This is an optimization exercise on Yosys and OpenROAD, whose aim is small area, a short achievable clock period and few clock cycles per item, not a production implementation.
RTL that was checked went through simulation tests only; none was proved equivalent to the original.
The RTL of runs 3 and 4 was laid out without a check of its function.
Power is estimated from default activity; no workload was simulated.

===== design/flow/flow/run.sh =====
#!/bin/bash
# Standard ORFS layout with a tighter repair target and small port buffers.
set -euo pipefail
bash standard.sh SETUP_SLACK_MARGIN=${MARGIN:-11} \
  "BUFFER_PORTS_ARGS=-buffer_cell sky130_fd_sc_hd__buf_1" finish > orfs_make.log 2>&1

===== design/flow/config.mk =====
export PLATFORM = sky130hd
export DESIGN_NAME = stripe_engine
export DESIGN_NICKNAME = stripe_engine
export VERILOG_FILES = /design/flow/design.v
export SDC_FILE = /design/flow/constraint.sdc
export NUM_CORES = 4
export LEC_CHECK = 0
export CAP_MARGIN = 20
export CORE_MARGIN = 2
export CORE_UTILIZATION = 25
export PLACE_DENSITY = 0.35
export SLEW_MARGIN = 20

===== design/flow/standard.sh =====
#!/bin/bash
# synth_recipe.tcl (not shown) runs the flow's synth.tcl, then flattens the netlist and writes it again
# the make line also repeats each setting of config.mk as NAME=value (left out here)
make -C /OpenROAD-flow-scripts/flow DESIGN_CONFIG=/design/flow/config.mk WORK_HOME=/design/flow/orfs CLKGATE_MAP_FILE= SYNTH_SCRIPT=/design/flow/synth_recipe.tcl "${@:-finish}"

===== design/flow/constraint.sdc =====
create_clock -name core_clock -period 15.0 [get_ports {clk}]
set_input_delay 3.0000 -clock core_clock [delete_from_list [all_inputs] [get_ports {clk}]]
set_output_delay 3.0000 -clock core_clock [all_outputs]
set_load 0.01 [all_outputs]

===== design/flow/design.v =====
module stripe_engine (
  input  wire        clk,
  input  wire        rst,
  input  wire        cmd_valid,
  output wire        cmd_ready,
  input  wire [1:0]  cmd_op,        
  input  wire [4:0]  cmd_dcount,    
  input  wire [21:0] cmd_miss,      
  input  wire        cmd_miss_p,    
  input  wire        cmd_miss_q,    
  input  wire        in_valid,
  output wire        in_ready,
  input  wire [63:0] in_data,
  output wire        res_valid,
  input  wire        res_ready,
  output reg  [2:0]  res_status,
  output reg  [4:0]  res_pos,
  output reg  [63:0] res_p,
  output reg  [63:0] res_q,
  output reg  [63:0] res_dx,
  output reg  [63:0] res_dy
);
  localparam ST_OK = 3'd0, ST_QBAD = 3'd1, ST_PBAD = 3'd2, ST_LOST = 3'd3, ST_DBAD = 3'd4;
  function automatic [7:0] gf_mul(input [7:0] a, input [7:0] b);
    reg [7:0] r, t;
    integer i;
    begin
      r = 8'h00;
      t = a;
      for (i = 0; i < 8; i = i + 1) begin
        if (b[i]) r = r ^ t;
        t = {t[6:0], 1'b0} ^ (t[7] ? 8'h1D : 8'h00);
      end
      gf_mul = r;
    end
  endfunction
  function automatic [7:0] gf_xtime(input [7:0] a);
    gf_xtime = {a[6:0], 1'b0} ^ (a[7] ? 8'h1D : 8'h00);
  endfunction
  function automatic [7:0] gf_xinv(input [7:0] a);
    gf_xinv = {1'b0, a[7:1]} ^ (a[0] ? 8'h8E : 8'h00);
  endfunction
  function automatic [7:0] g_pos(input [4:0] e);
    case (e)
      5'd0: g_pos = 8'h01;
      5'd1: g_pos = 8'h02;
      5'd2: g_pos = 8'h04;
      5'd3: g_pos = 8'h08;
      5'd4: g_pos = 8'h10;
      5'd5: g_pos = 8'h20;
      5'd6: g_pos = 8'h40;
      5'd7: g_pos = 8'h80;
      5'd8: g_pos = 8'h1D;
      5'd9: g_pos = 8'h3A;
      5'd10: g_pos = 8'h74;
      5'd11: g_pos = 8'hE8;
      5'd12: g_pos = 8'hCD;
      5'd13: g_pos = 8'h87;
      5'd14: g_pos = 8'h13;
      5'd15: g_pos = 8'h26;
      5'd16: g_pos = 8'h4C;
      5'd17: g_pos = 8'h98;
      5'd18: g_pos = 8'h2D;
      5'd19: g_pos = 8'h5A;
      5'd20: g_pos = 8'hB4;
      5'd21: g_pos = 8'h75;
      default: g_pos = 8'h00;
    endcase
  endfunction
  function automatic [7:0] g_neg(input [4:0] e);
    case (e)
      5'd0: g_neg = 8'h01;
      5'd1: g_neg = 8'h8E;
      5'd2: g_neg = 8'h47;
      5'd3: g_neg = 8'hAD;
      5'd4: g_neg = 8'hD8;
      5'd5: g_neg = 8'h6C;
      5'd6: g_neg = 8'h36;
      5'd7: g_neg = 8'h1B;
      5'd8: g_neg = 8'h83;
      5'd9: g_neg = 8'hCF;
      5'd10: g_neg = 8'hE9;
      5'd11: g_neg = 8'hFA;
      5'd12: g_neg = 8'h7D;
      5'd13: g_neg = 8'hB0;
      5'd14: g_neg = 8'h58;
      5'd15: g_neg = 8'h2C;
      5'd16: g_neg = 8'h16;
      5'd17: g_neg = 8'h0B;
      5'd18: g_neg = 8'h8B;
      5'd19: g_neg = 8'hCB;
      5'd20: g_neg = 8'hEB;
      5'd21: g_neg = 8'hFB;
      default: g_neg = 8'h00;
    endcase
  endfunction
  function automatic [7:0] g_tinv(input [4:0] e);
    case (e)
      5'd1: g_tinv = 8'hF4;
      5'd2: g_tinv = 8'hA7;
      5'd3: g_tinv = 8'h9D;
      5'd4: g_tinv = 8'h72;
      5'd5: g_tinv = 8'hED;
      5'd6: g_tinv = 8'h5F;
      5'd7: g_tinv = 8'h54;
      5'd8: g_tinv = 8'hA0;
      5'd9: g_tinv = 8'hA9;
      5'd10: g_tinv = 8'hFB;
      5'd11: g_tinv = 8'h74;
      5'd12: g_tinv = 8'h85;
      5'd13: g_tinv = 8'hE4;
      5'd14: g_tinv = 8'hC0;
      5'd15: g_tinv = 8'h8A;
      5'd16: g_tinv = 8'h67;
      5'd17: g_tinv = 8'hDC;
      5'd18: g_tinv = 8'h26;
      5'd19: g_tinv = 8'h63;
      5'd20: g_tinv = 8'hF2;
      5'd21: g_tinv = 8'hE9;
      default: g_tinv = 8'h00;
    endcase
  endfunction
  reg        busy_in;           
  reg        cmd_ready_r;
  reg        in_ready_r;
  reg        rec_r, chk_r;      
  reg [4:0]  n_r;               
  reg [21:0] miss_r;
  reg        mp_r, mq_r;
  reg [4:0]  bcnt;              
  reg        ph_p, ph_q;        
  reg [4:0]  xr, yr;            
  reg [1:0]  nd;                
  reg [63:0] pacc, racc;        
  assign cmd_ready = cmd_ready_r;
  assign in_ready  = in_ready_r;
  wire cmd_take  = cmd_valid & cmd_ready_r;
  wire beat      = in_valid & in_ready_r;
  wire beat_d    = beat & ~ph_p & ~ph_q;
  wire beat_p    = beat & ph_p;
  wire beat_q    = beat & ph_q;
  wire missing   = rec_r & miss_r[bcnt];
  wire first     = (bcnt == 5'd0);
  wire last_d    = (bcnt == n_r - 5'd1);
  wire [63:0] din = missing ? 64'd0 : in_data;
  reg [63:0] racc_x;
  integer l;
  always @(*) begin
    for (l = 0; l < 8; l = l + 1)
      racc_x[8*l +: 8] = gf_xinv(racc[8*l +: 8]);
  end
  reg        pass;              
  reg        ldone;             
  reg [2:0]  lane;
  reg        rv;                
  reg [7:0]  kr, kq, kt;        
  reg        m_gen, m_chk, m_lost, m_c4, m_c5, m_c6, m_c7, m_mp, m_mq;
  reg [4:0]  n_pass;
  reg        found;             
  reg        bad;
  reg        spnz, sqnz;
  reg        sact;              
  reg [7:0]  st;                
  reg [4:0]  sj;
  reg        xfound;
  reg [4:0]  xpos;
  assign res_valid = rv;
  wire idle = ~pass & ~rv;
  wire [7:0] lp = res_p[7:0];
  wire [7:0] lq = res_q[7:0];
  wire [7:0] la = res_dx[7:0];
  wire [7:0] lr = res_dy[7:0];
  wire [7:0] sp  = lp ^ la;
  wire [7:0] mr  = gf_mul(kr, lr);
  wire [7:0] sq  = lq ^ mr;
  wire [7:0] opq = (m_c5 | m_chk) ? sp : lq;
  wire [7:0] mq  = gf_mul(kq, opq);
  wire [7:0] u   = sp ^ mq ^ mr;
  wire [7:0] opt = m_chk ? sq : u;
  wire [7:0] mt  = gf_mul(kt, opt);
  reg [7:0] np, nq, nx, ny;
  always @(*) begin
    np = 8'd0; nq = 8'd0; nx = 8'd0; ny = 8'd0;
    if (m_gen) begin
      np = la; nq = mr;
    end else if (m_chk) begin
      np = sp; nq = sq;
    end else if (m_c4) begin
      np = m_mp ? la : lp;
      nq = m_mq ? mr : lq;
    end else if (m_c5) begin
      np = lp;
      nq = m_mq ? (mr ^ mq) : lq;
      nx = sp;
    end else if (m_c6) begin
      nx = mq ^ mr;
      np = la ^ mq ^ mr;
      nq = lq;
    end else if (m_c7) begin
      np = lp; nq = lq;
      nx = sp ^ mt;
      ny = mt;
    end
  end
  wire [7:0] st1 = gf_xtime(st);
  wire [7:0] st2 = gf_xtime(st1);
  wire [7:0] st3 = gf_xtime(st2);
  wire [7:0] st4 = gf_xtime(st3);
  wire h0 = (st  == kq) && (sj        < n_pass);
  wire h1 = (st1 == kq) && (sj + 5'd1 < n_pass);
  wire h2 = (st2 == kq) && (sj + 5'd2 < n_pass);
  wire h3 = (st3 == kq) && (sj + 5'd3 < n_pass);
  wire [2:0] nlost = {1'b0, nd} + {2'b00, mp_r} + {2'b00, mq_r};
  wire s_lost = rec_r & (nlost > 3'd2);
  wire s_c4 = rec_r & ~s_lost & (nd == 2'd0);
  wire s_c5 = rec_r & ~s_lost & (nd == 2'd1) & ~mp_r;
  wire s_c6 = rec_r & ~s_lost & (nd == 2'd1) & mp_r;
  wire s_c7 = rec_r & ~s_lost & (nd == 2'd2);
  wire [4:0] e_r = (s_c6 | s_c7) ? (n_r - 5'd1 - xr) : (n_r - 5'd1);
  always @(posedge clk) begin
    if (rst) begin
      busy_in     <= 1'b0;
      cmd_ready_r <= 1'b1;
      in_ready_r  <= 1'b0;
      pass        <= 1'b0;
      ldone       <= 1'b0;
      rv          <= 1'b0;
      sact        <= 1'b0;
    end else begin
      if (cmd_take) begin
        busy_in     <= 1'b1;
        cmd_ready_r <= 1'b0;
        in_ready_r  <= 1'b1;
        rec_r  <= (cmd_op == 2'd1);
        chk_r  <= (cmd_op == 2'd2);
        n_r    <= cmd_dcount;
        miss_r <= cmd_miss;
        mp_r   <= cmd_miss_p;
        mq_r   <= cmd_miss_q;
        bcnt   <= 5'd0;
        ph_p   <= 1'b0;
        ph_q   <= 1'b0;
        nd     <= 2'd0;
      end
      if (beat_d) begin
        pacc <= (first ? 64'd0 : pacc)   ^ din;
        racc <= (first ? 64'd0 : racc_x) ^ din;
        bcnt <= bcnt + 5'd1;
        if (missing) begin
          if (nd == 2'd0) xr <= bcnt;
          if (nd == 2'd1) yr <= bcnt;
          if (nd != 2'd3) nd <= nd + 2'd1;
        end
        if (last_d) begin
          ph_p <= 1'b1;
          in_ready_r <= ~pass & ~(rv & ~res_ready);
        end
      end
      if (ph_p & ~beat_p & ~in_ready_r)
        in_ready_r <= ~pass & ~(rv & ~res_ready);
      if (beat_p) begin
        ph_p <= 1'b0;
        ph_q <= 1'b1;
      end
      if (beat_q) begin
        ph_q        <= 1'b0;
        busy_in     <= 1'b0;
        cmd_ready_r <= 1'b1;
        in_ready_r  <= 1'b0;
      end
      if (beat_q) begin
        pass   <= 1'b1;
        ldone  <= 1'b0;
        lane   <= 3'd0;
        m_gen  <= ~rec_r & ~chk_r;
        m_chk  <= chk_r;
        m_lost <= s_lost;
        m_c4   <= s_c4;
        m_c5   <= s_c5;
        m_c6   <= s_c6;
        m_c7   <= s_c7;
        m_mp   <= mp_r;
        m_mq   <= mq_r;
        n_pass <= n_r;
        kr     <= g_pos(e_r);
        kq     <= s_c5 ? g_pos(xr) : g_neg(xr);
        kt     <= g_tinv(yr - xr);
        found  <= 1'b0;
        bad    <= 1'b0;
        spnz   <= 1'b0;
        sqnz   <= 1'b0;
        sact   <= 1'b0;
        xfound <= 1'b0;
      end else if (pass) begin
        if (!ldone) begin
          lane <= lane + 3'd1;
          if (lane == 3'd7) ldone <= 1'b1;
          if (sp != 8'd0) spnz <= 1'b1;
          if (sq != 8'd0) sqnz <= 1'b1;
          if (m_chk) begin
            if (!found) begin
              if (sp != 8'd0) begin
                found <= 1'b1;
                kt    <= sp;
                kq    <= sq;
                st    <= sp;
                sj    <= 5'd0;
                sact  <= 1'b1;
              end else if (sq != 8'd0) begin
                bad <= 1'b1;
              end
            end else if (mt != mq) begin
              bad <= 1'b1;
            end
          end
        end
        if (sact) begin
          if (h0 | h1 | h2 | h3) begin
            xfound <= 1'b1;
            xpos   <= h0 ? sj : h1 ? sj + 5'd1 : h2 ? sj + 5'd2 : sj + 5'd3;
            sact   <= 1'b0;
          end else if (sj + 5'd4 >= n_pass) begin
            sact   <= 1'b0;
          end
          st <= st4;
          sj <= sj + 5'd4;
        end
        if (ldone && !sact) begin
          pass <= 1'b0;
          rv   <= 1'b1;
          res_pos <= 5'd0;
          if (m_chk) begin
            if (!spnz && !sqnz)      res_status <= ST_OK;
            else if (!spnz)          res_status <= ST_QBAD;
            else if (!sqnz)          res_status <= ST_PBAD;
            else if (!bad && xfound) begin
              res_status <= ST_DBAD;
              res_pos    <= xpos;
            end else                 res_status <= ST_LOST;
          end else begin
            res_status <= m_lost ? ST_LOST : ST_OK;
          end
        end
      end
      if (rv && res_ready)
        rv <= 1'b0;
    end
  end
  always @(posedge clk) begin
    if (beat_p)
      res_p <= in_data;
    if (beat_q) begin
      res_q  <= in_data;
      res_dx <= pacc;
      res_dy <= racc;
    end
    if (pass && !ldone) begin
      res_p  <= {np, res_p[63:8]};
      res_q  <= {nq, res_q[63:8]};
      res_dx <= {nx, res_dx[63:8]};
      res_dy <= {ny, res_dy[63:8]};
    end
  end
endmodule

==> results by group, run 1 <==
Outcome
  • Status: complete, no violations

Timing
  • Hold Worst Slack: ~0.47 ns
  • RSZ-0062 raised after global routing: true
  • Final period util: 0.318
  • Final worst slack: around 10 ns
  • Max frequency: 209 MHz
  • Final hold violation count: 0
  • Final setup viols: 0
  • Setup TNS: 0 ns
  • Rel. slew slack: 0.294
  • Clock skew: approximately 0.038 ns
  • Slew of the pin with the lowest slew margin: approximately 1.1 ns
  • Minimum clock period: around 4.8 ns
  • Max Slew Vio Count: 0

Pwr
  • Combinational power share: 0.334
  • Peak VDD IR: a little under 0.07 mV
  • Clock power frac: 0.326
  • Leakage: ~18 nW
  • Cell Int Power: roughly 3.5 mW
  • Overall Power: between 5 and 6 mW
  • Psw: roughly 1.6 mW
  • Switching Fraction: 0.317
  • Reg power frac: 0.340
  • Pwr Density: between 100 and 150 nW/um^2

Place
  • Dpl ws: about 8.3 ns
  • Number of port buffers: about 370
  • RD Place Congestion: about 0.82
  • Post-DP HPWL: around 90000 um

Die
  • FP Rows: roughly 130
  • Die Area: about 130000 um^2
  • Core Region: about 120000 um^2
  • Io pins: 367
  • Die width: ~350 um
  • Die Span Y: 355 um
  • Initial Util: 0.252

Logic synthesis
  • Post-synthesis async set-or-reset flop share: 0
  • Register area share after synthesis: 0.506
  • Number of synthesized register bits: roughly 530
  • Netlist cell types: 92
  • Most used DFF post-synth: edfxtp_1
  • Syn_nets: ~3.2k
  • Synth Warn #: 1
  • Post-synth EDFFs: between 500 and 600
  • Mapped Area: a little over 30000 um^2
  • Synth Instances: ~3k
  • Mean Syn Cell Area: around 10 um^2

CTS
  • Root Buffer: clkbuf_16
  • Clock buffer count from CTS: a little under 70
  • CTS tree: yes
  • Clock Sinks: between 500 and 600
  • Clock latency (worst-skew pair): around 0.67 ns
  • Clock transition at the registers of the reported paths: 0.06 ns
  • Max Root-Sink Buffers: 3
  • # H-tree levels: 3

Setup path
  • Startpoint Class: flop
  • Crit Path Class: flop to flop
  • Most common cell on crit path: xnor3_2
  • CP cell instances: buf_12, or2_4, a21o_4, a2111o_1, o211ai_1, xnor3_2, xnor2_2, a211o_1, and2_4, buf_6, or4_1, nand3_1, xnor3_2, mux2i_2, o21ai_2, a22o_1
  • RR Startpoint: m_c5$_DFFE_PP_
  • Worst path bufs/invs: 2
  • Setup crit end: res_dx[59]$_DFFE_PP_
  • CP Data Arrival Time: approximately 5.2 ns
  • R2R Path End: res_dx[59]$_DFFE_PP_
  • Worst r2r path cells: 16
  • CP delay by family, top: compound AO/OA/AOI/OAI gates
  • Crit. path cell count: 16
  • CP max-delay cell: or4_1
  • Worst R2R Setup Slack: just over 10 ns
  • Worst path required time: approximately 15 ns
  • Worst path max stage delay: 0.52 ns
  • Crit path max fanout: 12
  • Critical Path Source: m_c5$_DFFE_PP_
  • Critical path endpoint category: flop

GRT
  • Total Routing Usage GR: 0.204
  • Initial antenna violation count: 12
  • Largest net degree at the start of global routing: 84
  • First-pass GRT wire length: around 190000 um
  • Vias in the first global route: 25.1k
  • Total grt overflow: 0

Detailed routing
  • WL final: around 130000 um
  • DR WL/cell: ~24 um
  • ANT nets after route: 0
  • Initial DRC Count: 1905
  • First drt pass iteration count: 5
  • Via density: approximately 4.6
  • DRC: 0
  • Vias: ~26k

Flow run
  • Max_cap viols: 0

Layout
  • Most common cell after layout, fill and taps aside: nand2_1
  • Total Nets Final: between 4k and 5k
  • Share of cells above drive strength 1: 0.309
  • Area Growth Syn to Fin: 43.0%
  • Commonest cells after routing, fill and taps aside: 982 x nand2_1, 504 x edfxtp_1, 445 x buf_4
  • Fill cells: roughly 12k
  • Final Util: 0.361

Worst hold path
  • Hold Startpoint: rv$_SDFFE_PP0P_
  • Worst hold path class: flop to flop
Yosys cell counts (18+ instances only):
cell type / number / area, um^2
inv_1: 47 / 176
nand3_1: 44 / 220
dfxtp_1: 22 / 440
and2_1: 27 / 169
xor2_1: 253 / 2220
buf_2: 22 / 110
buf_1: 25 / 93.8
ha_1: 47 / 588
mux2i_1: 39 / 390
nand2_1: 995 / 3730
xnor2_1: 174 / 1520
a211oi_1: 21 / 158
xnor3_1: 32 / 721
clkbuf_1: 118 / 443
nor2b_1: 18 / 113
o22ai_1: 18 / 113
edfxtp_1: 504 / 15100
nand2b_1: 22 / 138
a21oi_1: 107 / 536
nor3_1: 33 / 165
o21ai_0: 78 / 390
nor2_1: 150 / 563
worst min path at each step:
stage,end,cells past startpoint
after floorplan,m_mq$_DFFE_PP_,0
after global placement,xr[4]$_DFFE_PP_,0
after detailed placement,xr[4]$_DFFE_PP_,0
after CTS,rv$_SDFFE_PP0P_,1
after global routing,rv$_SDFFE_PP0P_,1
final,rv$_SDFFE_PP0P_,1
metal layers:
metal,vias up,part of all wire,GRT usage
li1,12241,-,-
met1,12833,0.45,0.284
met2,694,0.47,0.329
met3,154,0.055,0.0348
met4,4,0.025,0.0525
met5,-,0.00020,0
final cells by class:
cell class / instances / area, um^2 / share of cell area
antenna: 2 / 5.00 / 0.000114
clock buffer: 88 / 1820 / 0.0413
clock inverter: 33 / 400 / 0.00910
inverter: 48 / 224 / 0.00509
multi-input combinational: 2332 / 16400 / 0.373
sequential: 526 / 15600 / 0.354
tap: 1625 / 2030 / 0.0462
timing repair buffer: 934 / 7490 / 0.170
timing repair inverter: 2 / 22.5 / 0.000512
per-stage QoR:
stage	instance area [um^2]	cells
final	44000	5590
after global routing	44000	5590
after CTS	41900	5453
after detailed placement	34300	4924
after global placement	34300	4924
after floorplan	31500	3079
timing repair:
item,in CTS,in global routing
hold buffers,0,0
pin swaps,76,91
hold endpoints to repair,0,0
gates cloned,21,4
endpoints found under the setup margin,680,414
setup buffers,387,131
resized for setup,526,292
power groups by stage:
stage / Sequential (mW) / Combinational [mW] / Clock (mW)
after floorplan: 1.76 / 0.734 / 0
after global placement: 1.78 / 1.08 / 0
after detailed placement: 1.78 / 1.07 / 0
after CTS: 1.73 / 1.49 / 1.71
after global routing: 1.74 / 1.79 / 1.77
final: 1.73 / 1.70 / 1.66
state kept, by name (all words and copies together), names as in the netlist, 8 cells and up, named ones only:
register  cells
kq            8
res_dy       64
res_q        64
res_p        64
res_dx       64
kr            8
pacc         64
kt            8
racc         64
miss_r       22
st            8
cell families (layout without fill, tap and decap cells):
group                      Yosys count  after routing  synth area share
xor gates and xnor gates           477            477             0.157
adders and majority gates           50             50            0.0211
muxes                               51             52            0.0200
and+or+nand+nor                   1339           1346             0.177
DFF                                526            526             0.506
AOI/OAI and AO/OA                  406            407            0.0871
buffers and inverters              230           1105            0.0312
other                                0              2                 0
Testbench counts, summed over its fixed seeds: cycles 37,038, items 1,920.
==> run 2: changes to the inputs <==
==> design/flow/run.sh (new file) <==
#!/bin/bash
# synth_recipe.tcl (not shown) runs the flow's synth.tcl, then flattens the netlist and writes it again
# the make line also repeats each setting of config.mk as NAME=value (left out here)
make -C /OpenROAD-flow-scripts/flow DESIGN_CONFIG=/design/flow/config.mk WORK_HOME=/design/flow/orfs CLKGATE_MAP_FILE= SYNTH_SCRIPT=/design/flow/synth_recipe.tcl finish
--- a/design/flow/config.mk
+++ b/design/flow/config.mk
@@ -9,4 +9,5 @@
 export CORE_MARGIN = 2
 export CORE_UTILIZATION = 25
 export PLACE_DENSITY = 0.35
+export SETUP_SLACK_MARGIN = 0.5
 export SLEW_MARGIN = 20
removed: design/flow/flow/run.sh
removed: design/flow/standard.sh
==> results by group, run 2 <==
Outcome
  • Status: complete, no violations

Detailed routing
  • Vias: 23.8k (-8.1%)
  • DR WL/cell: 24.9 um (+3.8%)
  • Via density: 4.71 (+1.6%)
  • DRC: 0 (unchanged)
  • First drt pass iteration count: 5 (unchanged)
  • WL final: 126000 um (-6.1%)
  • ANT nets after route: 0 (unchanged)
  • Initial DRC Count: 1726 (-9.4%)

Setup path
  • Crit Path Class: input pin to flop
  • CP cell instances: clkdlybuf4s50_1, nand3_1, nor2_4, buf_4, buf_4
  • Critical path endpoint category: flop
  • Startpoint Class: input pin
  • CP Data Arrival Time: 6.24 ns (+1.07 ns)
  • Crit path max fanout: 54 (+42)
  • Worst path max stage delay: 0.78 ns (+0.26 ns)
  • CP max-delay cell: buf_4
  • Worst R2R Setup Slack: 9.08 ns (-1.15 ns)
  • Worst path required time: 15.27 ns (-0.13 ns)
  • Most common cell on crit path: buf_4

CTS
  • Post-CTS Setup Bufs: 0 (-100%)
  • Clock latency (worst-skew pair): 0.65 ns (-0.02 ns)
  • Clock buffer count from CTS: 69 (unchanged)
  • Root Buffer: clkbuf_16
  • Hold-fix buffers, CTS: 0 (unchanged)
  • Clock transition at the registers of the reported paths: 0.05 ns (about the same)
  • # H-tree levels: 3 (unchanged)
  • Max Root-Sink Buffers: 3 (unchanged)
  • Clock Sinks: 526 (unchanged)
  • Post_cts resized: 0 (-100%)
  • CTS tree: yes

Timing
  • Max Slew Vio Count: 0 (unchanged)
  • Minimum clock period: 5.97 ns (+1.20 ns)
  • Final setup viols: 0 (unchanged)
  • Setup TNS: 0 ns (unchanged)
  • Max frequency: 167 MHz (-20%)
  • Final period util: 0.398 (+0.0799)
  • Final hold violation count: 0 (unchanged)
  • Rel. slew slack: 0.255 (-0.0396)
  • Clock skew: 0.0300 ns (-0.00848 ns)
  • Slew of the pin with the lowest slew margin: 1.11 ns (+0.0515 ns)
  • RSZ-0062 raised after global routing: false
  • Final worst slack: 9.03 ns (-1.20 ns)

Logic synthesis
  • Post-synth EDFFs: 504 (unchanged)
  • Netlist cell types: 92 (unchanged)
  • Synth area leader: edfxtp_1
  • Most used DFF post-synth: edfxtp_1
  • Mapped Area: 30800 um^2 (unchanged)
  • Area contributors post-synth: edfxtp_1 49%, nand2_1 12%, xor2_1 7.2%
  • Synth Instances: 3079 (unchanged)
  • Post-synthesis async set-or-reset flop share: 0 (unchanged)
  • Syn_nets: 3229 (unchanged)
  • Synth Warn #: 1 (unchanged)
  • Mean Syn Cell Area: 9.99 um^2 (unchanged)
  • Top cell type's share of synthesized area: 0.492 (unchanged)
  • Top-count cell post-synth: nand2_1
  • Register area share after synthesis: 0.506 (unchanged)
  • Commonest cells in the netlist: 995 x nand2_1, 504 x edfxtp_1, 253 x xor2_1
  • Number of synthesized register bits: 526 (unchanged)

Die
  • Die Span Y: 355 um (unchanged)
  • Io pins: 367 (unchanged)
  • Die width: 355 um (unchanged)
  • Initial Util: 0.252 (unchanged)
  • FP Rows: 128 (unchanged)
  • Core Region: 122000 um^2 (unchanged)
  • Die Area: 126000 um^2 (unchanged)

GRT
  • Total grt overflow: 0 (unchanged)
  • Vias in the first global route: 24.1k (-3.9%)
  • First-pass GRT wire length: 179000 um (-4.1%)
  • Initial antenna violation count: 4 (-8)
  • Largest net degree at the start of global routing: 166 (+98%)
  • Total Routing Usage GR: 0.195 (-0.00926)

Place
  • Number of port buffers: 366 (unchanged)
  • RD Place Congestion: 0.808 (-2.0%)
  • Post-DP HPWL: 92300 um (+3.1%)
  • Dpl ws: 8.27 ns (+0.000640 ns)

Pwr
  • Peak VDD IR: 0.0789 mV (+15%)
  • Leakage: 14.7 nW (-19%)
  • Pwr Density: 117 nW/um^2 (+0.77%)

Layout
  • Share of cells above drive strength 1: 0.0552 (-0.254)
  • Commonest cells after routing, fill and taps aside: 992 x nand2_1, 504 x edfxtp_1, 366 x clkdlybuf4s50_1
  • Fill cells: 12.6k (+2.3%)
  • FF/Latch Area: 15600 um^2 (about the same)
  • Final Util: 0.313 (-0.0477)
  • Total Nets Final: 3525 (-13%)
  • Most common cell after layout, fill and taps aside: nand2_1
  • Multi-input logic area: 14300 um^2 (-13%)
  • Area Growth Syn to Fin: 24.1%

Worst hold path
  • Worst hold path class: flop to flop

Flow run
  • Max_cap viols: 0 (unchanged)
[run 2: cell counts after synthesis]
No cell type changed its count.
[run 2: report_power, final]
part / leakage (nW) / internal (mW) / total [mW] / switching [mW]
clock: 1.03 / 0.877 / 1.58 / 0.703
combinational: 8.94 / 0.454 / 1.12 / 0.669
sequential: 4.78 / 1.69 / 1.75 / 0.0668
[run 2: path summary, 6_finish.rpt]
kind,end,depth (start not counted),startpoint
worst min register to register,rv$_SDFFE_PP0P_,2,rv$_SDFFE_PP0P_
worst min-delay path,rv$_SDFFE_PP0P_,2,rv$_SDFFE_PP0P_
worst max-delay path,pacc[1]$_DFFE_PP_,5,in_valid
worst max register to register,res_dx[57]$_DFFE_PP_,15,m_chk$_DFFE_PP_
[run 2: kinds of logic after synthesis]
family          share of synthesized area
compound gates                     0.0871
simple gates                        0.177
xor+xnor                            0.157
buf+inv                            0.0312
fa+ha+maj                          0.0211
mux                                0.0200
flops                               0.506
[run 2: worst max-delay path, delay by kind of cell]
family,cells,cell delay (ns)
and+or+nand+nor,2,1.07
buffers and inverters,3,2.02
[run 2: cell type report]
type | instances | share of cell area
flip-flops and latches | 526 | 0.408
multi-input cells | 2323 | 0.374
repair buffers | 407 | 0.104
well taps | 1625 | 0.0533
clock buffers | 84 | 0.0467
clock inverters | 39 | 0.00859
inverters | 48 | 0.00472
diodes | 2 | 0.000131
[run 2: per-stage QoR]
step	hold WS, ns	instances	power (mW)	instance area, um^2
final	0.503	5054	4.46	38200
after global routing	0.511	5053	4.64	38200
after CTS	0.500	5052	4.51	38200
after detailed placement	0.486	4929	2.90	36100
after global placement	0.498	4929	2.90	36100
after floorplan	0.426	3079	2.46	30800
[run 2: per-layer routing]
| layer | share of wire | wire [um] | global-route usage |
|---|---|---|---|
| met5 | 0.00022 | 28 | 0 |
| met4 | 0.021 | 2660 | 0.0469 |
| met3 | 0.050 | 6230 | 0.0348 |
| met2 | 0.45 | 56200 | 0.302 |
| met1 | 0.48 | 60500 | 0.281 |
==> run 3: changes to the inputs <==
--- a/design/flow/design.v
+++ b/design/flow/design.v
@@ -123,26 +123,25 @@
   reg        busy_in;           
   reg        cmd_ready_r;
   reg        in_ready_r;
+  reg        rdy_d, rdy_p, rdy_q;   
   reg        rec_r, chk_r;      
   reg [4:0]  n_r;               
   reg [21:0] miss_r;
   reg        mp_r, mq_r;
   reg [4:0]  bcnt;              
-  reg        ph_p, ph_q;        
   reg [4:0]  xr, yr;            
   reg [1:0]  nd;                
   reg [63:0] pacc, racc;        
   assign cmd_ready = cmd_ready_r;
   assign in_ready  = in_ready_r;
   wire cmd_take  = cmd_valid & cmd_ready_r;
-  wire beat      = in_valid & in_ready_r;
-  wire beat_d    = beat & ~ph_p & ~ph_q;
-  wire beat_p    = beat & ph_p;
-  wire beat_q    = beat & ph_q;
+  wire beat_d    = in_valid & rdy_d;
+  wire beat_p    = in_valid & rdy_p;
+  wire beat_q    = in_valid & rdy_q;
   wire missing   = rec_r & miss_r[bcnt];
   wire first     = (bcnt == 5'd0);
   wire last_d    = (bcnt == n_r - 5'd1);
-  wire [63:0] din = missing ? 64'd0 : in_data;
+  wire [4:0] bnext = bcnt + 5'd1;
   reg [63:0] racc_x;
   integer l;
   always @(*) begin
@@ -151,11 +150,12 @@
   end
   reg        pass;              
   reg        ldone;             
-  reg [2:0]  lane;
+  reg [3:0]  cnt;               
   reg        rv;                
   reg [7:0]  kr, kq, kt;        
   reg        m_gen, m_chk, m_lost, m_c4, m_c5, m_c6, m_c7, m_mp, m_mq;
   reg [4:0]  n_pass;
+  reg [7:0]  s_u, s_x;          
   reg        found;             
   reg        bad;
   reg        spnz, sqnz;
@@ -165,22 +165,22 @@
   reg        xfound;
   reg [4:0]  xpos;
   assign res_valid = rv;
-  wire idle = ~pass & ~rv;
   wire [7:0] lp = res_p[7:0];
   wire [7:0] lq = res_q[7:0];
   wire [7:0] la = res_dx[7:0];
   wire [7:0] lr = res_dy[7:0];
+  wire [7:0] tp = res_p[63:56];
+  wire [7:0] tq = res_q[63:56];
   wire [7:0] sp  = lp ^ la;
   wire [7:0] mr  = gf_mul(kr, lr);
   wire [7:0] sq  = lq ^ mr;
-  wire [7:0] opq = (m_c5 | m_chk) ? sp : lq;
+  wire [7:0] opq = m_c5 ? sp : m_chk ? tp : lq;
   wire [7:0] mq  = gf_mul(kq, opq);
-  wire [7:0] u   = sp ^ mq ^ mr;
-  wire [7:0] opt = m_chk ? sq : u;
+  wire [7:0] opt = m_chk ? tq : s_u;
   wire [7:0] mt  = gf_mul(kt, opt);
-  reg [7:0] np, nq, nx, ny;
+  reg [7:0] np, nq, x1;
   always @(*) begin
-    np = 8'd0; nq = 8'd0; nx = 8'd0; ny = 8'd0;
+    np = 8'd0; nq = 8'd0; x1 = 8'd0;
     if (m_gen) begin
       np = la; nq = mr;
     end else if (m_chk) begin
@@ -191,17 +191,18 @@
     end else if (m_c5) begin
       np = lp;
       nq = m_mq ? (mr ^ mq) : lq;
-      nx = sp;
+      x1 = sp;
     end else if (m_c6) begin
-      nx = mq ^ mr;
+      x1 = mq ^ mr;
       np = la ^ mq ^ mr;
       nq = lq;
     end else if (m_c7) begin
       np = lp; nq = lq;
-      nx = sp ^ mt;
-      ny = mt;
+      x1 = sp;
     end
   end
+  wire [7:0] nx = m_c7 ? (s_x ^ mt) : s_x;
+  wire [7:0] ny = m_c7 ? mt : 8'd0;
   wire [7:0] st1 = gf_xtime(st);
   wire [7:0] st2 = gf_xtime(st1);
   wire [7:0] st3 = gf_xtime(st2);
@@ -217,13 +218,16 @@
   wire s_c6 = rec_r & ~s_lost & (nd == 2'd1) & mp_r;
   wire s_c7 = rec_r & ~s_lost & (nd == 2'd2);
   wire [4:0] e_r = (s_c6 | s_c7) ? (n_r - 5'd1 - xr) : (n_r - 5'd1);
+  wire idle_next = ~pass & ~(rv & ~res_ready);
   always @(posedge clk) begin
     if (rst) begin
       busy_in     <= 1'b0;
       cmd_ready_r <= 1'b1;
       in_ready_r  <= 1'b0;
+      rdy_d       <= 1'b0;
+      rdy_p       <= 1'b0;
+      rdy_q       <= 1'b0;
       pass        <= 1'b0;
-      ldone       <= 1'b0;
       rv          <= 1'b0;
       sact        <= 1'b0;
     end else begin
@@ -231,6 +235,7 @@
         busy_in     <= 1'b1;
         cmd_ready_r <= 1'b0;
         in_ready_r  <= 1'b1;
+        rdy_d       <= 1'b1;
         rec_r  <= (cmd_op == 2'd1);
         chk_r  <= (cmd_op == 2'd2);
         n_r    <= cmd_dcount;
@@ -238,32 +243,31 @@
         mp_r   <= cmd_miss_p;
         mq_r   <= cmd_miss_q;
         bcnt   <= 5'd0;
-        ph_p   <= 1'b0;
-        ph_q   <= 1'b0;
         nd     <= 2'd0;
       end
       if (beat_d) begin
-        pacc <= (first ? 64'd0 : pacc)   ^ din;
-        racc <= (first ? 64'd0 : racc_x) ^ din;
-        bcnt <= bcnt + 5'd1;
+        bcnt <= bnext;
         if (missing) begin
           if (nd == 2'd0) xr <= bcnt;
           if (nd == 2'd1) yr <= bcnt;
           if (nd != 2'd3) nd <= nd + 2'd1;
         end
         if (last_d) begin
-          ph_p <= 1'b1;
-          in_ready_r <= ~pass & ~(rv & ~res_ready);
+          rdy_d      <= 1'b0;
+          in_ready_r <= idle_next;
+          rdy_p      <= idle_next;
         end
       end
-      if (ph_p & ~beat_p & ~in_ready_r)
-        in_ready_r <= ~pass & ~(rv & ~res_ready);
+      if (busy_in & ~rdy_d & ~rdy_q & ~in_ready_r) begin
+        in_ready_r <= idle_next;
+        rdy_p      <= idle_next;
+      end
       if (beat_p) begin
-        ph_p <= 1'b0;
-        ph_q <= 1'b1;
+        rdy_p <= 1'b0;
+        rdy_q <= 1'b1;
       end
       if (beat_q) begin
-        ph_q        <= 1'b0;
+        rdy_q       <= 1'b0;
         busy_in     <= 1'b0;
         cmd_ready_r <= 1'b1;
         in_ready_r  <= 1'b0;
@@ -271,7 +275,7 @@
       if (beat_q) begin
         pass   <= 1'b1;
         ldone  <= 1'b0;
-        lane   <= 3'd0;
+        cnt    <= 4'd0;
         m_gen  <= ~rec_r & ~chk_r;
         m_chk  <= chk_r;
         m_lost <= s_lost;
@@ -293,20 +297,28 @@
         xfound <= 1'b0;
       end else if (pass) begin
         if (!ldone) begin
-          lane <= lane + 3'd1;
-          if (lane == 3'd7) ldone <= 1'b1;
-          if (sp != 8'd0) spnz <= 1'b1;
-          if (sq != 8'd0) sqnz <= 1'b1;
-          if (m_chk) begin
+          cnt <= cnt + 4'd1;
+          if (cnt == 4'd8) begin
+            ldone <= 1'b1;
+            if (!m_chk) begin
+              pass       <= 1'b0;
+              rv         <= 1'b1;
+              res_pos    <= 5'd0;
+              res_status <= m_lost ? ST_LOST : ST_OK;
+            end
+          end
+          if (m_chk && cnt != 4'd0) begin
+            if (tp != 8'd0) spnz <= 1'b1;
+            if (tq != 8'd0) sqnz <= 1'b1;
             if (!found) begin
-              if (sp != 8'd0) begin
+              if (tp != 8'd0) begin
                 found <= 1'b1;
-                kt    <= sp;
-                kq    <= sq;
-                st    <= sp;
+                kt    <= tp;
+                kq    <= tq;
+                st    <= tp;
                 sj    <= 5'd0;
                 sact  <= 1'b1;
-              end else if (sq != 8'd0) begin
+              end else if (tq != 8'd0) begin
                 bad <= 1'b1;
               end
             end else if (mt != mq) begin
@@ -329,17 +341,13 @@
           pass <= 1'b0;
           rv   <= 1'b1;
           res_pos <= 5'd0;
-          if (m_chk) begin
-            if (!spnz && !sqnz)      res_status <= ST_OK;
-            else if (!spnz)          res_status <= ST_QBAD;
-            else if (!sqnz)          res_status <= ST_PBAD;
-            else if (!bad && xfound) begin
-              res_status <= ST_DBAD;
-              res_pos    <= xpos;
-            end else                 res_status <= ST_LOST;
-          end else begin
-            res_status <= m_lost ? ST_LOST : ST_OK;
-          end
+          if (!spnz && !sqnz)      res_status <= ST_OK;
+          else if (!spnz)          res_status <= ST_QBAD;
+          else if (!sqnz)          res_status <= ST_PBAD;
+          else if (!bad && xfound) begin
+            res_status <= ST_DBAD;
+            res_pos    <= xpos;
+          end else                 res_status <= ST_LOST;
         end
       end
       if (rv && res_ready)
@@ -347,6 +355,15 @@
     end
   end
   always @(posedge clk) begin
+    pacc <= ((beat_d & first) ? 64'd0 : pacc) ^ ((beat_d & ~missing) ? in_data : 64'd0);
+    if (beat_d)
+      racc <= (first ? 64'd0 : racc_x) ^ (missing ? 64'd0 : in_data);
+  end
+  always @(posedge clk) begin
+    s_u <= sp ^ mq ^ mr;
+    s_x <= x1;
+  end
+  always @(posedge clk) begin
     if (beat_p)
       res_p <= in_data;
     if (beat_q) begin
@@ -354,9 +371,11 @@
       res_dx <= pacc;
       res_dy <= racc;
     end
+    if (pass && !ldone && cnt != 4'd8) begin
+      res_p <= {np, res_p[63:8]};
+      res_q <= {nq, res_q[63:8]};
+    end
     if (pass && !ldone) begin
-      res_p  <= {np, res_p[63:8]};
-      res_q  <= {nq, res_q[63:8]};
       res_dx <= {nx, res_dx[63:8]};
       res_dy <= {ny, res_dy[63:8]};
     end
==> design/flow/flow/run.sh (new file) <==
#!/bin/bash
# Standard ORFS layout with a tighter repair target and small port buffers.
set -euo pipefail
bash standard.sh SETUP_SLACK_MARGIN=10.6 \
  "BUFFER_PORTS_ARGS=-buffer_cell sky130_fd_sc_hd__buf_1" finish > orfs_make.log 2>&1
==> design/flow/standard.sh (new file) <==
#!/bin/bash
# synth_recipe.tcl (not shown) runs the flow's synth.tcl, then flattens the netlist and writes it again
# the make line also repeats each setting of config.mk as NAME=value (left out here)
make -C /OpenROAD-flow-scripts/flow DESIGN_CONFIG=/design/flow/config.mk WORK_HOME=/design/flow/orfs CLKGATE_MAP_FILE= SYNTH_SCRIPT=/design/flow/synth_recipe.tcl "${@:-finish}"
--- a/design/flow/config.mk
+++ b/design/flow/config.mk
@@ -9,5 +9,4 @@
 export CORE_MARGIN = 2
 export CORE_UTILIZATION = 25
 export PLACE_DENSITY = 0.35
-export SETUP_SLACK_MARGIN = 0.5
 export SLEW_MARGIN = 20
removed: design/flow/run.sh
==> results by group, run 3 <==
Die
  • Initial Util: 0.252 (-0.000809)
  • Core Region: 122000 um^2 (-0.13%)
  • Die Span Y: 354 um (-0.22%)
  • FP Rows: 128 (unchanged)
  • Die width: 354 um (-0.22%)
  • Die Area: 125000 um^2 (-0.44%)
  • Io pins: 367 (unchanged)

Logic synthesis
  • Mean Syn Cell Area: 9.55 um^2 (-4.4%)
  • Synth area leader: edfxtp_1
  • Netlist cell types: 85 (-7.6%)
  • Synth Warn #: 1 (unchanged)
  • Register area share after synthesis: 0.500 (-0.00620)
  • Post-synth EDFFs: 440 (-13%)
  • Post-synthesis async set-or-reset flop share: 0 (unchanged)
  • Number of synthesized register bits: 545 (+3.6%)
  • Commonest cells in the netlist: 1136 x nand2_1, 440 x edfxtp_1, 257 x xor2_1
  • Mapped Area: 30600 um^2 (-0.45%)
  • Top cell type's share of synthesized area: 0.431 (-0.0605)
  • Syn_nets: 3355 (+3.9%)
  • Most used DFF post-synth: edfxtp_1
  • Top-count cell post-synth: nand2_1
  • Synth Instances: 3205 (+4.1%)
  • Area contributors post-synth: edfxtp_1 43%, nand2_1 14%, xor2_1 7.4%

Timing
  • Minimum clock period: 4.40 ns (-1.57 ns)
  • Final period util: 0.293 (-0.105)
  • Max frequency: 227 MHz (+36%)
  • Final setup viols: 0 (unchanged)
  • Final worst slack: 10.60 ns (+1.57 ns)
  • Final hold violation count: 0 (unchanged)
  • Hold Worst Slack: 0.475 ns (-0.0279 ns)
  • Slew of the pin with the lowest slew margin: 1.17 ns (+0.0576 ns)
  • Clock skew: 0.0629 ns (+0.0329 ns)
  • Max Slew Vio Count: 0 (unchanged)
  • Rel. slew slack: 0.219 (-0.0357)
  • RSZ-0062 raised after global routing: true
  • Setup TNS: 0 ns (unchanged)

GRT
  • Initial antenna violation count: 13 (+9)
  • Largest net degree at the start of global routing: 75 (-55%)
  • Vias in the first global route: 23.9k (-1.1%)
  • Total Routing Usage GR: 0.201 (+0.00617)
  • Total grt overflow: 0 (unchanged)
  • First-pass GRT wire length: 182000 um (+1.9%)

Setup path
  • Crit path max fanout: 6 (-89%)
  • Crit Path Class: input pin to flop
  • CP cell instances: buf_6, buf_12, nor4b_4, buf_12, buf_8, buf_12, buf_4, o21ai_4, buf_6, ha_4, mux2i_2, a221o_1
  • Worst path required time: 15.51 ns (+0.24 ns)
  • Worst path max stage delay: 0.32 ns (-0.46 ns)
  • CP delay by family, top: buffers and inverters
  • CP Data Arrival Time: 4.91 ns (-1.33 ns)
  • Worst path bufs/invs: 7 (+4)
  • CP max-delay cell: nor4b_4
  • Startpoint Class: input pin
  • Worst R2R Setup Slack: 10.90 ns (+1.82 ns)
  • Critical path endpoint category: flop
  • Most common cell on crit path: buf_12

Layout
  • Commonest cells after routing, fill and taps aside: 1125 x nand2_1, 440 x edfxtp_1, 337 x buf_1
  • Final Util: 0.309 (-0.00426)
  • Fill cells: 12.9k (+2.5%)
  • Post-Layout Inst Area: 37600 um^2 (-1.5%)
  • Final non-filler cell total: 5306 (+5.0%)
  • Total Nets Final: 3768 (+6.9%)
  • Share of cells above drive strength 1: 0.111 (+0.0557)
  • Area Growth Syn to Fin: 22.8%
  • Most common cell after layout, fill and taps aside: nand2_1

CTS
  • Max Root-Sink Buffers: 3 (unchanged)
  • Root Buffer: clkbuf_16
  • Hold-fix buffers, CTS: 0 (unchanged)
  • Clock transition at the registers of the reported paths: 0.05 ns (about the same)
  • Clock Sinks: 545 (+3.6%)
  • Clock latency (worst-skew pair): 0.68 ns (+0.03 ns)
  • Clock buffer count from CTS: 73 (+5.8%)
  • CTS tree: yes
  • # H-tree levels: 3 (unchanged)

Pwr
  • Leakage: 14.5 nW (-2.0%)
  • Overall Power: 4.30 mW (-3.5%)
  • Pwr Density: 114 nW/um^2 (-2.0%)
  • Peak VDD IR: 0.0753 mV (-4.5%)

Detailed routing
  • Vias: 24.3k (+2.0%)
  • ANT nets after route: 0 (unchanged)
  • DRC: 0 (unchanged)
  • DR WL/cell: 24.3 um (-2.1%)
  • Via density: 4.58 (-2.8%)
  • Initial DRC Count: 1903 (+10%)
  • First drt pass iteration count: 6 (+1)
  • WL final: 129000 um (+2.8%)

Outcome
  • Status: complete, no violations

Place
  • RD Place Congestion: 0.829 (+2.6%)
  • Number of port buffers: 366 (unchanged)
  • Area after DPL: 33900 um^2 (-6.1%)
  • Dpl cells: 5063 (+2.7%)
  • Dpl ws: 9.13 ns (+0.865 ns)
  • Post-DP HPWL: 90600 um (-1.9%)

Worst hold path
  • Worst hold path class: flop to flop

Flow run
  • Max_cap viols: 0 (unchanged)
==> run 3: cell count changes after synthesis, sizes merged, moves of 10 or more <==
cell    before   now
a21oi      112    91
edfxtp     504   440
nand2b      22    11
xnor2      179   212
and2        28    15
inv         47    61
nand2      995  1137
dfxtp       22   105
mux2         4    34
xnor3       34     8
nor3        33    22
o31ai       16     6
==> run 3: repair_timing <==
| action | 4_1_cts | 5_1_grt |
|---|---|---|
| pin swaps | 5 | 10 |
| endpoints found under the setup margin | 311 | 55 |
| cloned | 4 | 0 |
| setup buffers | 76 | 25 |
| gates resized for setup | 88 | 42 |
==> run 3: final timing paths <==
check / startpoint / end / depth (start not counted)
max: rst / flop / 12
min: pacc[35]$_DFF_P_ / pacc[35]$_DFF_P_ / 2
max reg2reg: m_chk$_DFFE_PP_ / res_p[58]$_DFFE_PP_ / 11
min reg2reg: pacc[35]$_DFF_P_ / pacc[35]$_DFF_P_ / 2
==> run 3: layer usage <==
metal,vias to the layer above,share of wire,global-route usage
met5,-,0.00045,0
met4,8,0.020,0.0464
met3,128,0.051,0.0361
met2,632,0.45,0.319
met1,11881,0.47,0.284
li1,11655,-,-
==> run 3: cells by family (layout without fill, tap and decap cells) <==
kind of cell	after synthesis	count (layout)	share of synthesized area
AO/OA/AOI/OAI	373	373	0.0794
XOR/XNOR	486	486	0.149
adder cells (fa/ha/maj)	50	50	0.0212
buffers and inverters	236	708	0.0320
flip-flops	545	545	0.500
multiplexers	87	87	0.0326
other	0	2	0
AND/OR/NAND/NOR	1428	1430	0.186
==> run 3: layout make-up <==
class                           count  area, um^2  share of cell area
Multi-Input combinational cell   2426       14700               0.391
Timing Repair Buffer              509        2840              0.0755
Clock inverter                     37         468              0.0124
Inverter                           62         254             0.00675
Clock buffer                       99        1970              0.0525
Timing Repair inverter              1        5.00            0.000133
Sequential cell                   545       15300               0.407
Tap cell                         1625        2030              0.0541
Antenna cell                        2        5.00            0.000133
==> run 3: worst register-to-register path, cell delays in order (launching register included) <==
cell and delay [ns]:
edfxtp_1 0.33, buf_4 0.56, mux2_2 0.48, mux2i_1 0.52
nor3_1 0.14, a221oi_1 0.23, o21ai_1 0.12, xnor2_1 0.30
xnor3_1 0.59, xor2_1 0.19, a221oi_1 0.28, nor2_1 0.08
==> run 3: where the power goes <==
part	internal [mW]	leakage (nW)	total, mW	switching (mW)
Combinational	0.232	8.37	0.610	0.379
Clock	1.06	1.19	1.81	0.753
Sequential	1.80	4.90	1.88	0.0773
Total	3.09	14.5	4.30	1.21
==> run 4: changes to the inputs <==
==> design/flow/flow/run.sh (replaced) <==
#!/bin/bash
# Standard ORFS layout with a tighter repair target and small port buffers.
set -euo pipefail
bash standard.sh SETUP_SLACK_MARGIN=10.2 \
  "BUFFER_PORTS_ARGS=-buffer_cell sky130_fd_sc_hd__buf_1" finish > orfs_make.log 2>&1
==> results by group, run 4 <==
Timing
  • Final period util: 0.312 (+0.0190)
  • Rel. slew slack: 0.214 (-0.00503)
  • RSZ-0062 raised after global routing: true
  • Final setup viols: 0 (unchanged)
  • Setup TNS: 0 ns (unchanged)
  • Hold Worst Slack: 0.469 ns (-0.00602 ns)
  • Clock skew: 0.0263 ns (-0.0366 ns)
  • Max frequency: 214 MHz (-6.1%)
  • Minimum clock period: 4.68 ns (+0.285 ns)
  • Max Slew Vio Count: 0 (unchanged)
  • Slew of the pin with the lowest slew margin: 1.17 ns (+0.00751 ns)
  • Final hold violation count: 0 (unchanged)

Layout
  • Total Nets Final: 3681 (-2.3%)
  • Fill cells: 13.0k (+0.35%)
  • Share of cells above drive strength 1: 0.0894 (-0.0215)
  • Commonest cells after routing, fill and taps aside: 1069 x nand2_1, 440 x edfxtp_1, 365 x buf_1
  • Final Util: 0.300 (-0.00896)
  • Post-Layout Inst Area: 36500 um^2 (-2.9%)
  • Area Growth Syn to Fin: 19.3%
  • Most common cell after layout, fill and taps aside: nand2_1

Pwr
  • Peak VDD IR: 0.0742 mV (-1.4%)
  • Switching Fraction: 0.279 (-0.00208)
  • Cell Int Power: 3.06 mW (-1.0%)
  • Clock power frac: 0.408 (-0.014)
  • Reg power frac: 0.447 (+0.011)
  • Psw: 1.19 mW (-2.0%)
  • Leakage: 13.7 nW (-5.0%)
  • Pwr Density: 116 nW/um^2 (+1.7%)
  • Combinational power share: 0.145 (+0.003)

GRT
  • First-pass GRT wire length: 181000 um (-0.70%)
  • Total grt overflow: 0 (unchanged)
  • Initial antenna violation count: 11 (-2)
  • Vias in the first global route: 23.8k (-0.42%)
  • Total Routing Usage GR: 0.199 (-0.00245)
  • Largest net degree at the start of global routing: 75 (unchanged)

Setup path
  • Critical Path Source: in_valid
  • Worst path max stage delay: 0.58 ns (+0.26 ns)
  • Worst R2R Setup Slack: 10.54 ns (-0.36 ns)
  • Worst r2r path cells: 11 (unchanged)
  • R2R Path End: res_q[58]$_DFFE_PP_
  • RR Startpoint: m_chk$_DFFE_PP_
  • Crit path max fanout: 17 (+11)
  • CP max-delay cell: mux2i_4
  • CP Data Arrival Time: 5.25 ns (+0.34 ns)
  • Startpoint Class: input pin
  • Critical path endpoint category: flop
  • Crit Path Class: input pin to flop
  • CP cell instances: buf_2, nand2_8, nor4b_4, buf_4, mux2i_4, nand2_1, o32ai_1, a21oi_1, o21ai_1
  • Worst path required time: 15.57 ns (+0.06 ns)

CTS
  • Max Root-Sink Buffers: 3 (unchanged)
  • Root Buffer: clkbuf_16
  • Clock buffer count from CTS: 71 (-2.7%)
  • Clock latency (worst-skew pair): 0.65 ns (-0.03 ns)
  • # H-tree levels: 3 (unchanged)
  • Clock Sinks: 545 (unchanged)
  • Clock transition at the registers of the reported paths: 0.05 ns (about the same)
  • CTS tree: yes

Logic synthesis
  • Synth Warn #: 1 (unchanged)
  • Netlist cell types: 85 (unchanged)
  • Syn_nets: 3355 (unchanged)
  • Register area share after synthesis: 0.500 (unchanged)
  • Commonest cells in the netlist: 1136 x nand2_1, 440 x edfxtp_1, 257 x xor2_1
  • Synth area leader: edfxtp_1
  • Post-synth EDFFs: 440 (unchanged)
  • Post-synthesis async set-or-reset flop share: 0 (unchanged)
  • Area contributors post-synth: edfxtp_1 43%, nand2_1 14%, xor2_1 7.4%
  • Mean Syn Cell Area: 9.55 um^2 (unchanged)
  • Synth Instances: 3205 (unchanged)
  • Most used DFF post-synth: edfxtp_1
  • Top cell type's share of synthesized area: 0.431 (unchanged)
  • Mapped Area: 30600 um^2 (unchanged)
  • Number of synthesized register bits: 545 (unchanged)
  • Top-count cell post-synth: nand2_1

Die
  • Die Span Y: 354 um (unchanged)
  • Io pins: 367 (unchanged)
  • Initial Util: 0.252 (unchanged)
  • Core Region: 122000 um^2 (unchanged)
  • Die width: 354 um (unchanged)
  • FP Rows: 128 (unchanged)
  • Die Area: 125000 um^2 (unchanged)

Place
  • Area after DPL: 34000 um^2 (+0.27%)
  • Post-DP HPWL: 91200 um (+0.68%)
  • RD Place Congestion: 0.811 (-2.1%)
  • Number of port buffers: 366 (unchanged)

Detailed routing
  • Via density: 4.60 (+0.52%)
  • Initial DRC Count: 2115 (+11%)
  • Vias: 24.0k (-1.1%)
  • DR WL/cell: 24.4 um (+0.40%)
  • DRC: 0 (unchanged)
  • ANT nets after route: 0 (unchanged)
  • WL final: 127000 um (-1.3%)
  • First drt pass iteration count: 5 (-1)

Outcome
  • Status: complete, no violations

Flow run
  • Max_cap viols: 0 (unchanged)

Worst hold path
  • Worst hold path class: flop to flop
run 4: cell counts after synthesis:
Identical to the previous run, type by type.
run 4: how the worst min path moves through the flow:
stage | start | end | slack, ns | cells past startpoint
2_1_floorplan | mq_r$_DFFE_PP_ | m_mq$_DFFE_PP_ | 0.43 | 0
3_3_place_gp | bcnt[0]$_SDFFCE_PN0P_ | yr[0]$_DFFE_PP_ | 0.45 | 0
3_5_place_dp | bcnt[0]$_SDFFCE_PN0P_ | yr[0]$_DFFE_PP_ | 0.46 | 0
4_1_cts | bcnt[0]$_SDFFCE_PN0P_ | yr[0]$_DFFE_PP_ | 0.47 | 0
5_1_grt | bcnt[0]$_SDFFCE_PN0P_ | yr[0]$_DFFE_PP_ | 0.48 | 0
6_report | bcnt[0]$_SDFFCE_PN0P_ | yr[0]$_DFFE_PP_ | 0.47 | 0
run 4: kinds of logic after synthesis:
| group | after synthesis | synth area share |
|---|---|---|
| adder cells (fa/ha/maj) | 50 | 0.0212 |
| buffers and inverters | 236 | 0.0320 |
| flip-flops | 545 | 0.500 |
| AND/OR/NAND/NOR | 1428 | 0.186 |
| AO/OA/AOI/OAI | 373 | 0.0794 |
| XOR/XNOR | 486 | 0.149 |
| multiplexers | 87 | 0.0326 |
run 4: per-layer routing:
metal,vias to the layer above,part of all wire,wire (um),track usage
met3,124,0.051,6530,0.0282
met1,11785,0.48,61000,0.290
met2,655,0.45,57700,0.311
li1,11459,-,-,-
met5,-,0.000063,8,0
met4,2,0.017,2220,0.0426
run 4: cell type report:
type                            instances  area (um^2)  share of cell area
Antenna cell                            4         10.0            0.000274
Clock inverter                         28          318             0.00870
Timing Repair Buffer                  426         1900              0.0521
Tap cell                             1625         2030              0.0557
Clock buffer                          103         2000              0.0547
Multi-Input combinational cell       2425        14700               0.403
Sequential cell                       545        15300               0.419
Inverter                               62          241             0.00661
run 4: repair_timing:
item | in CTS | in global routing
endpoints found under the hold margin | 0 | 0
gates cloned | 1 | 0
buffers inserted | 8 | 7
resized for setup | 10 | 2
hold buffers | 0 | 0
pin swaps | 0 | 1
endpoints found under the setup margin | 181 | 77
run 4: power groups by stage:
stage | registers, mW | logic, mW | clock network, mW
after floorplan | 1.90 | 0.428 | 0
after global placement | 1.94 | 0.609 | 0
after detailed placement | 1.93 | 0.615 | 0
after CTS | 1.90 | 0.625 | 1.78
after global routing | 1.91 | 0.689 | 1.84
final | 1.90 | 0.615 | 1.73
run 4: worst max-delay path: cells and delay by family:
kind,cells,cell delay (ns)
and+or+nand+nor,3,0.66
muxes,1,0.58
buffers and inverters,2,0.50
AOI/OAI and AO/OA,3,0.49
run 4: metrics by stage:
stage                     power (mW)  cells  setup slack [ns]
after floorplan                 2.33   3205              9.90
after global placement          2.55   5067              8.92
after detailed placement        2.55   5067              8.91
after CTS                       4.31   5207             10.20
after global routing            4.44   5216             10.20
final                           4.25   5218             10.32

==> separate check: timing with driven ports <==
The flow's constraints put no driver on any port. The routed layouts listed below were extracted and timed again, unchanged, in two steps.
Step 1 (the two cells are an assumption about what drives the block):
set clk [get_ports {clk}]
set_driving_cell -lib_cell sky130_fd_sc_hd__clkbuf_16 $clk
set_driving_cell -lib_cell sky130_fd_sc_hd__buf_2 [delete_from_list [all_inputs] $clk]
Step 2 also shifts input and output timing later by t, the mid clock arrival at the registers, as if the neighbouring blocks saw the same clock.
a / b / c = ideal ports / drivers / drivers and shift; a / b = the first two.
run | shift t [ns] | setup slack, ns | hold slack, ns | worst data-port slew with drivers (ns)
run 1 | 0.712 | 10.226 / 10.226 / 10.059 | 0.470 / 0.470 / 0.470 | 0.12
run 2 | 0.709 | 9.028 / 9.068 / 8.359 | 0.503 / 0.503 / 0.503 | 0.12
run 3 | 0.724 | 10.603 / 10.539 / 9.882 | 0.475 / 0.475 / 0.475 | 0.13
run 4 | 0.712 | 10.318 / 10.287 / 9.594 | 0.469 / 0.469 / 0.469 | 0.11
After both steps every run listed still meets setup and hold. For run 4, which loses most, drivers alone change the setup slack by -0.031 ns; drivers and shift together by -0.724 ns.
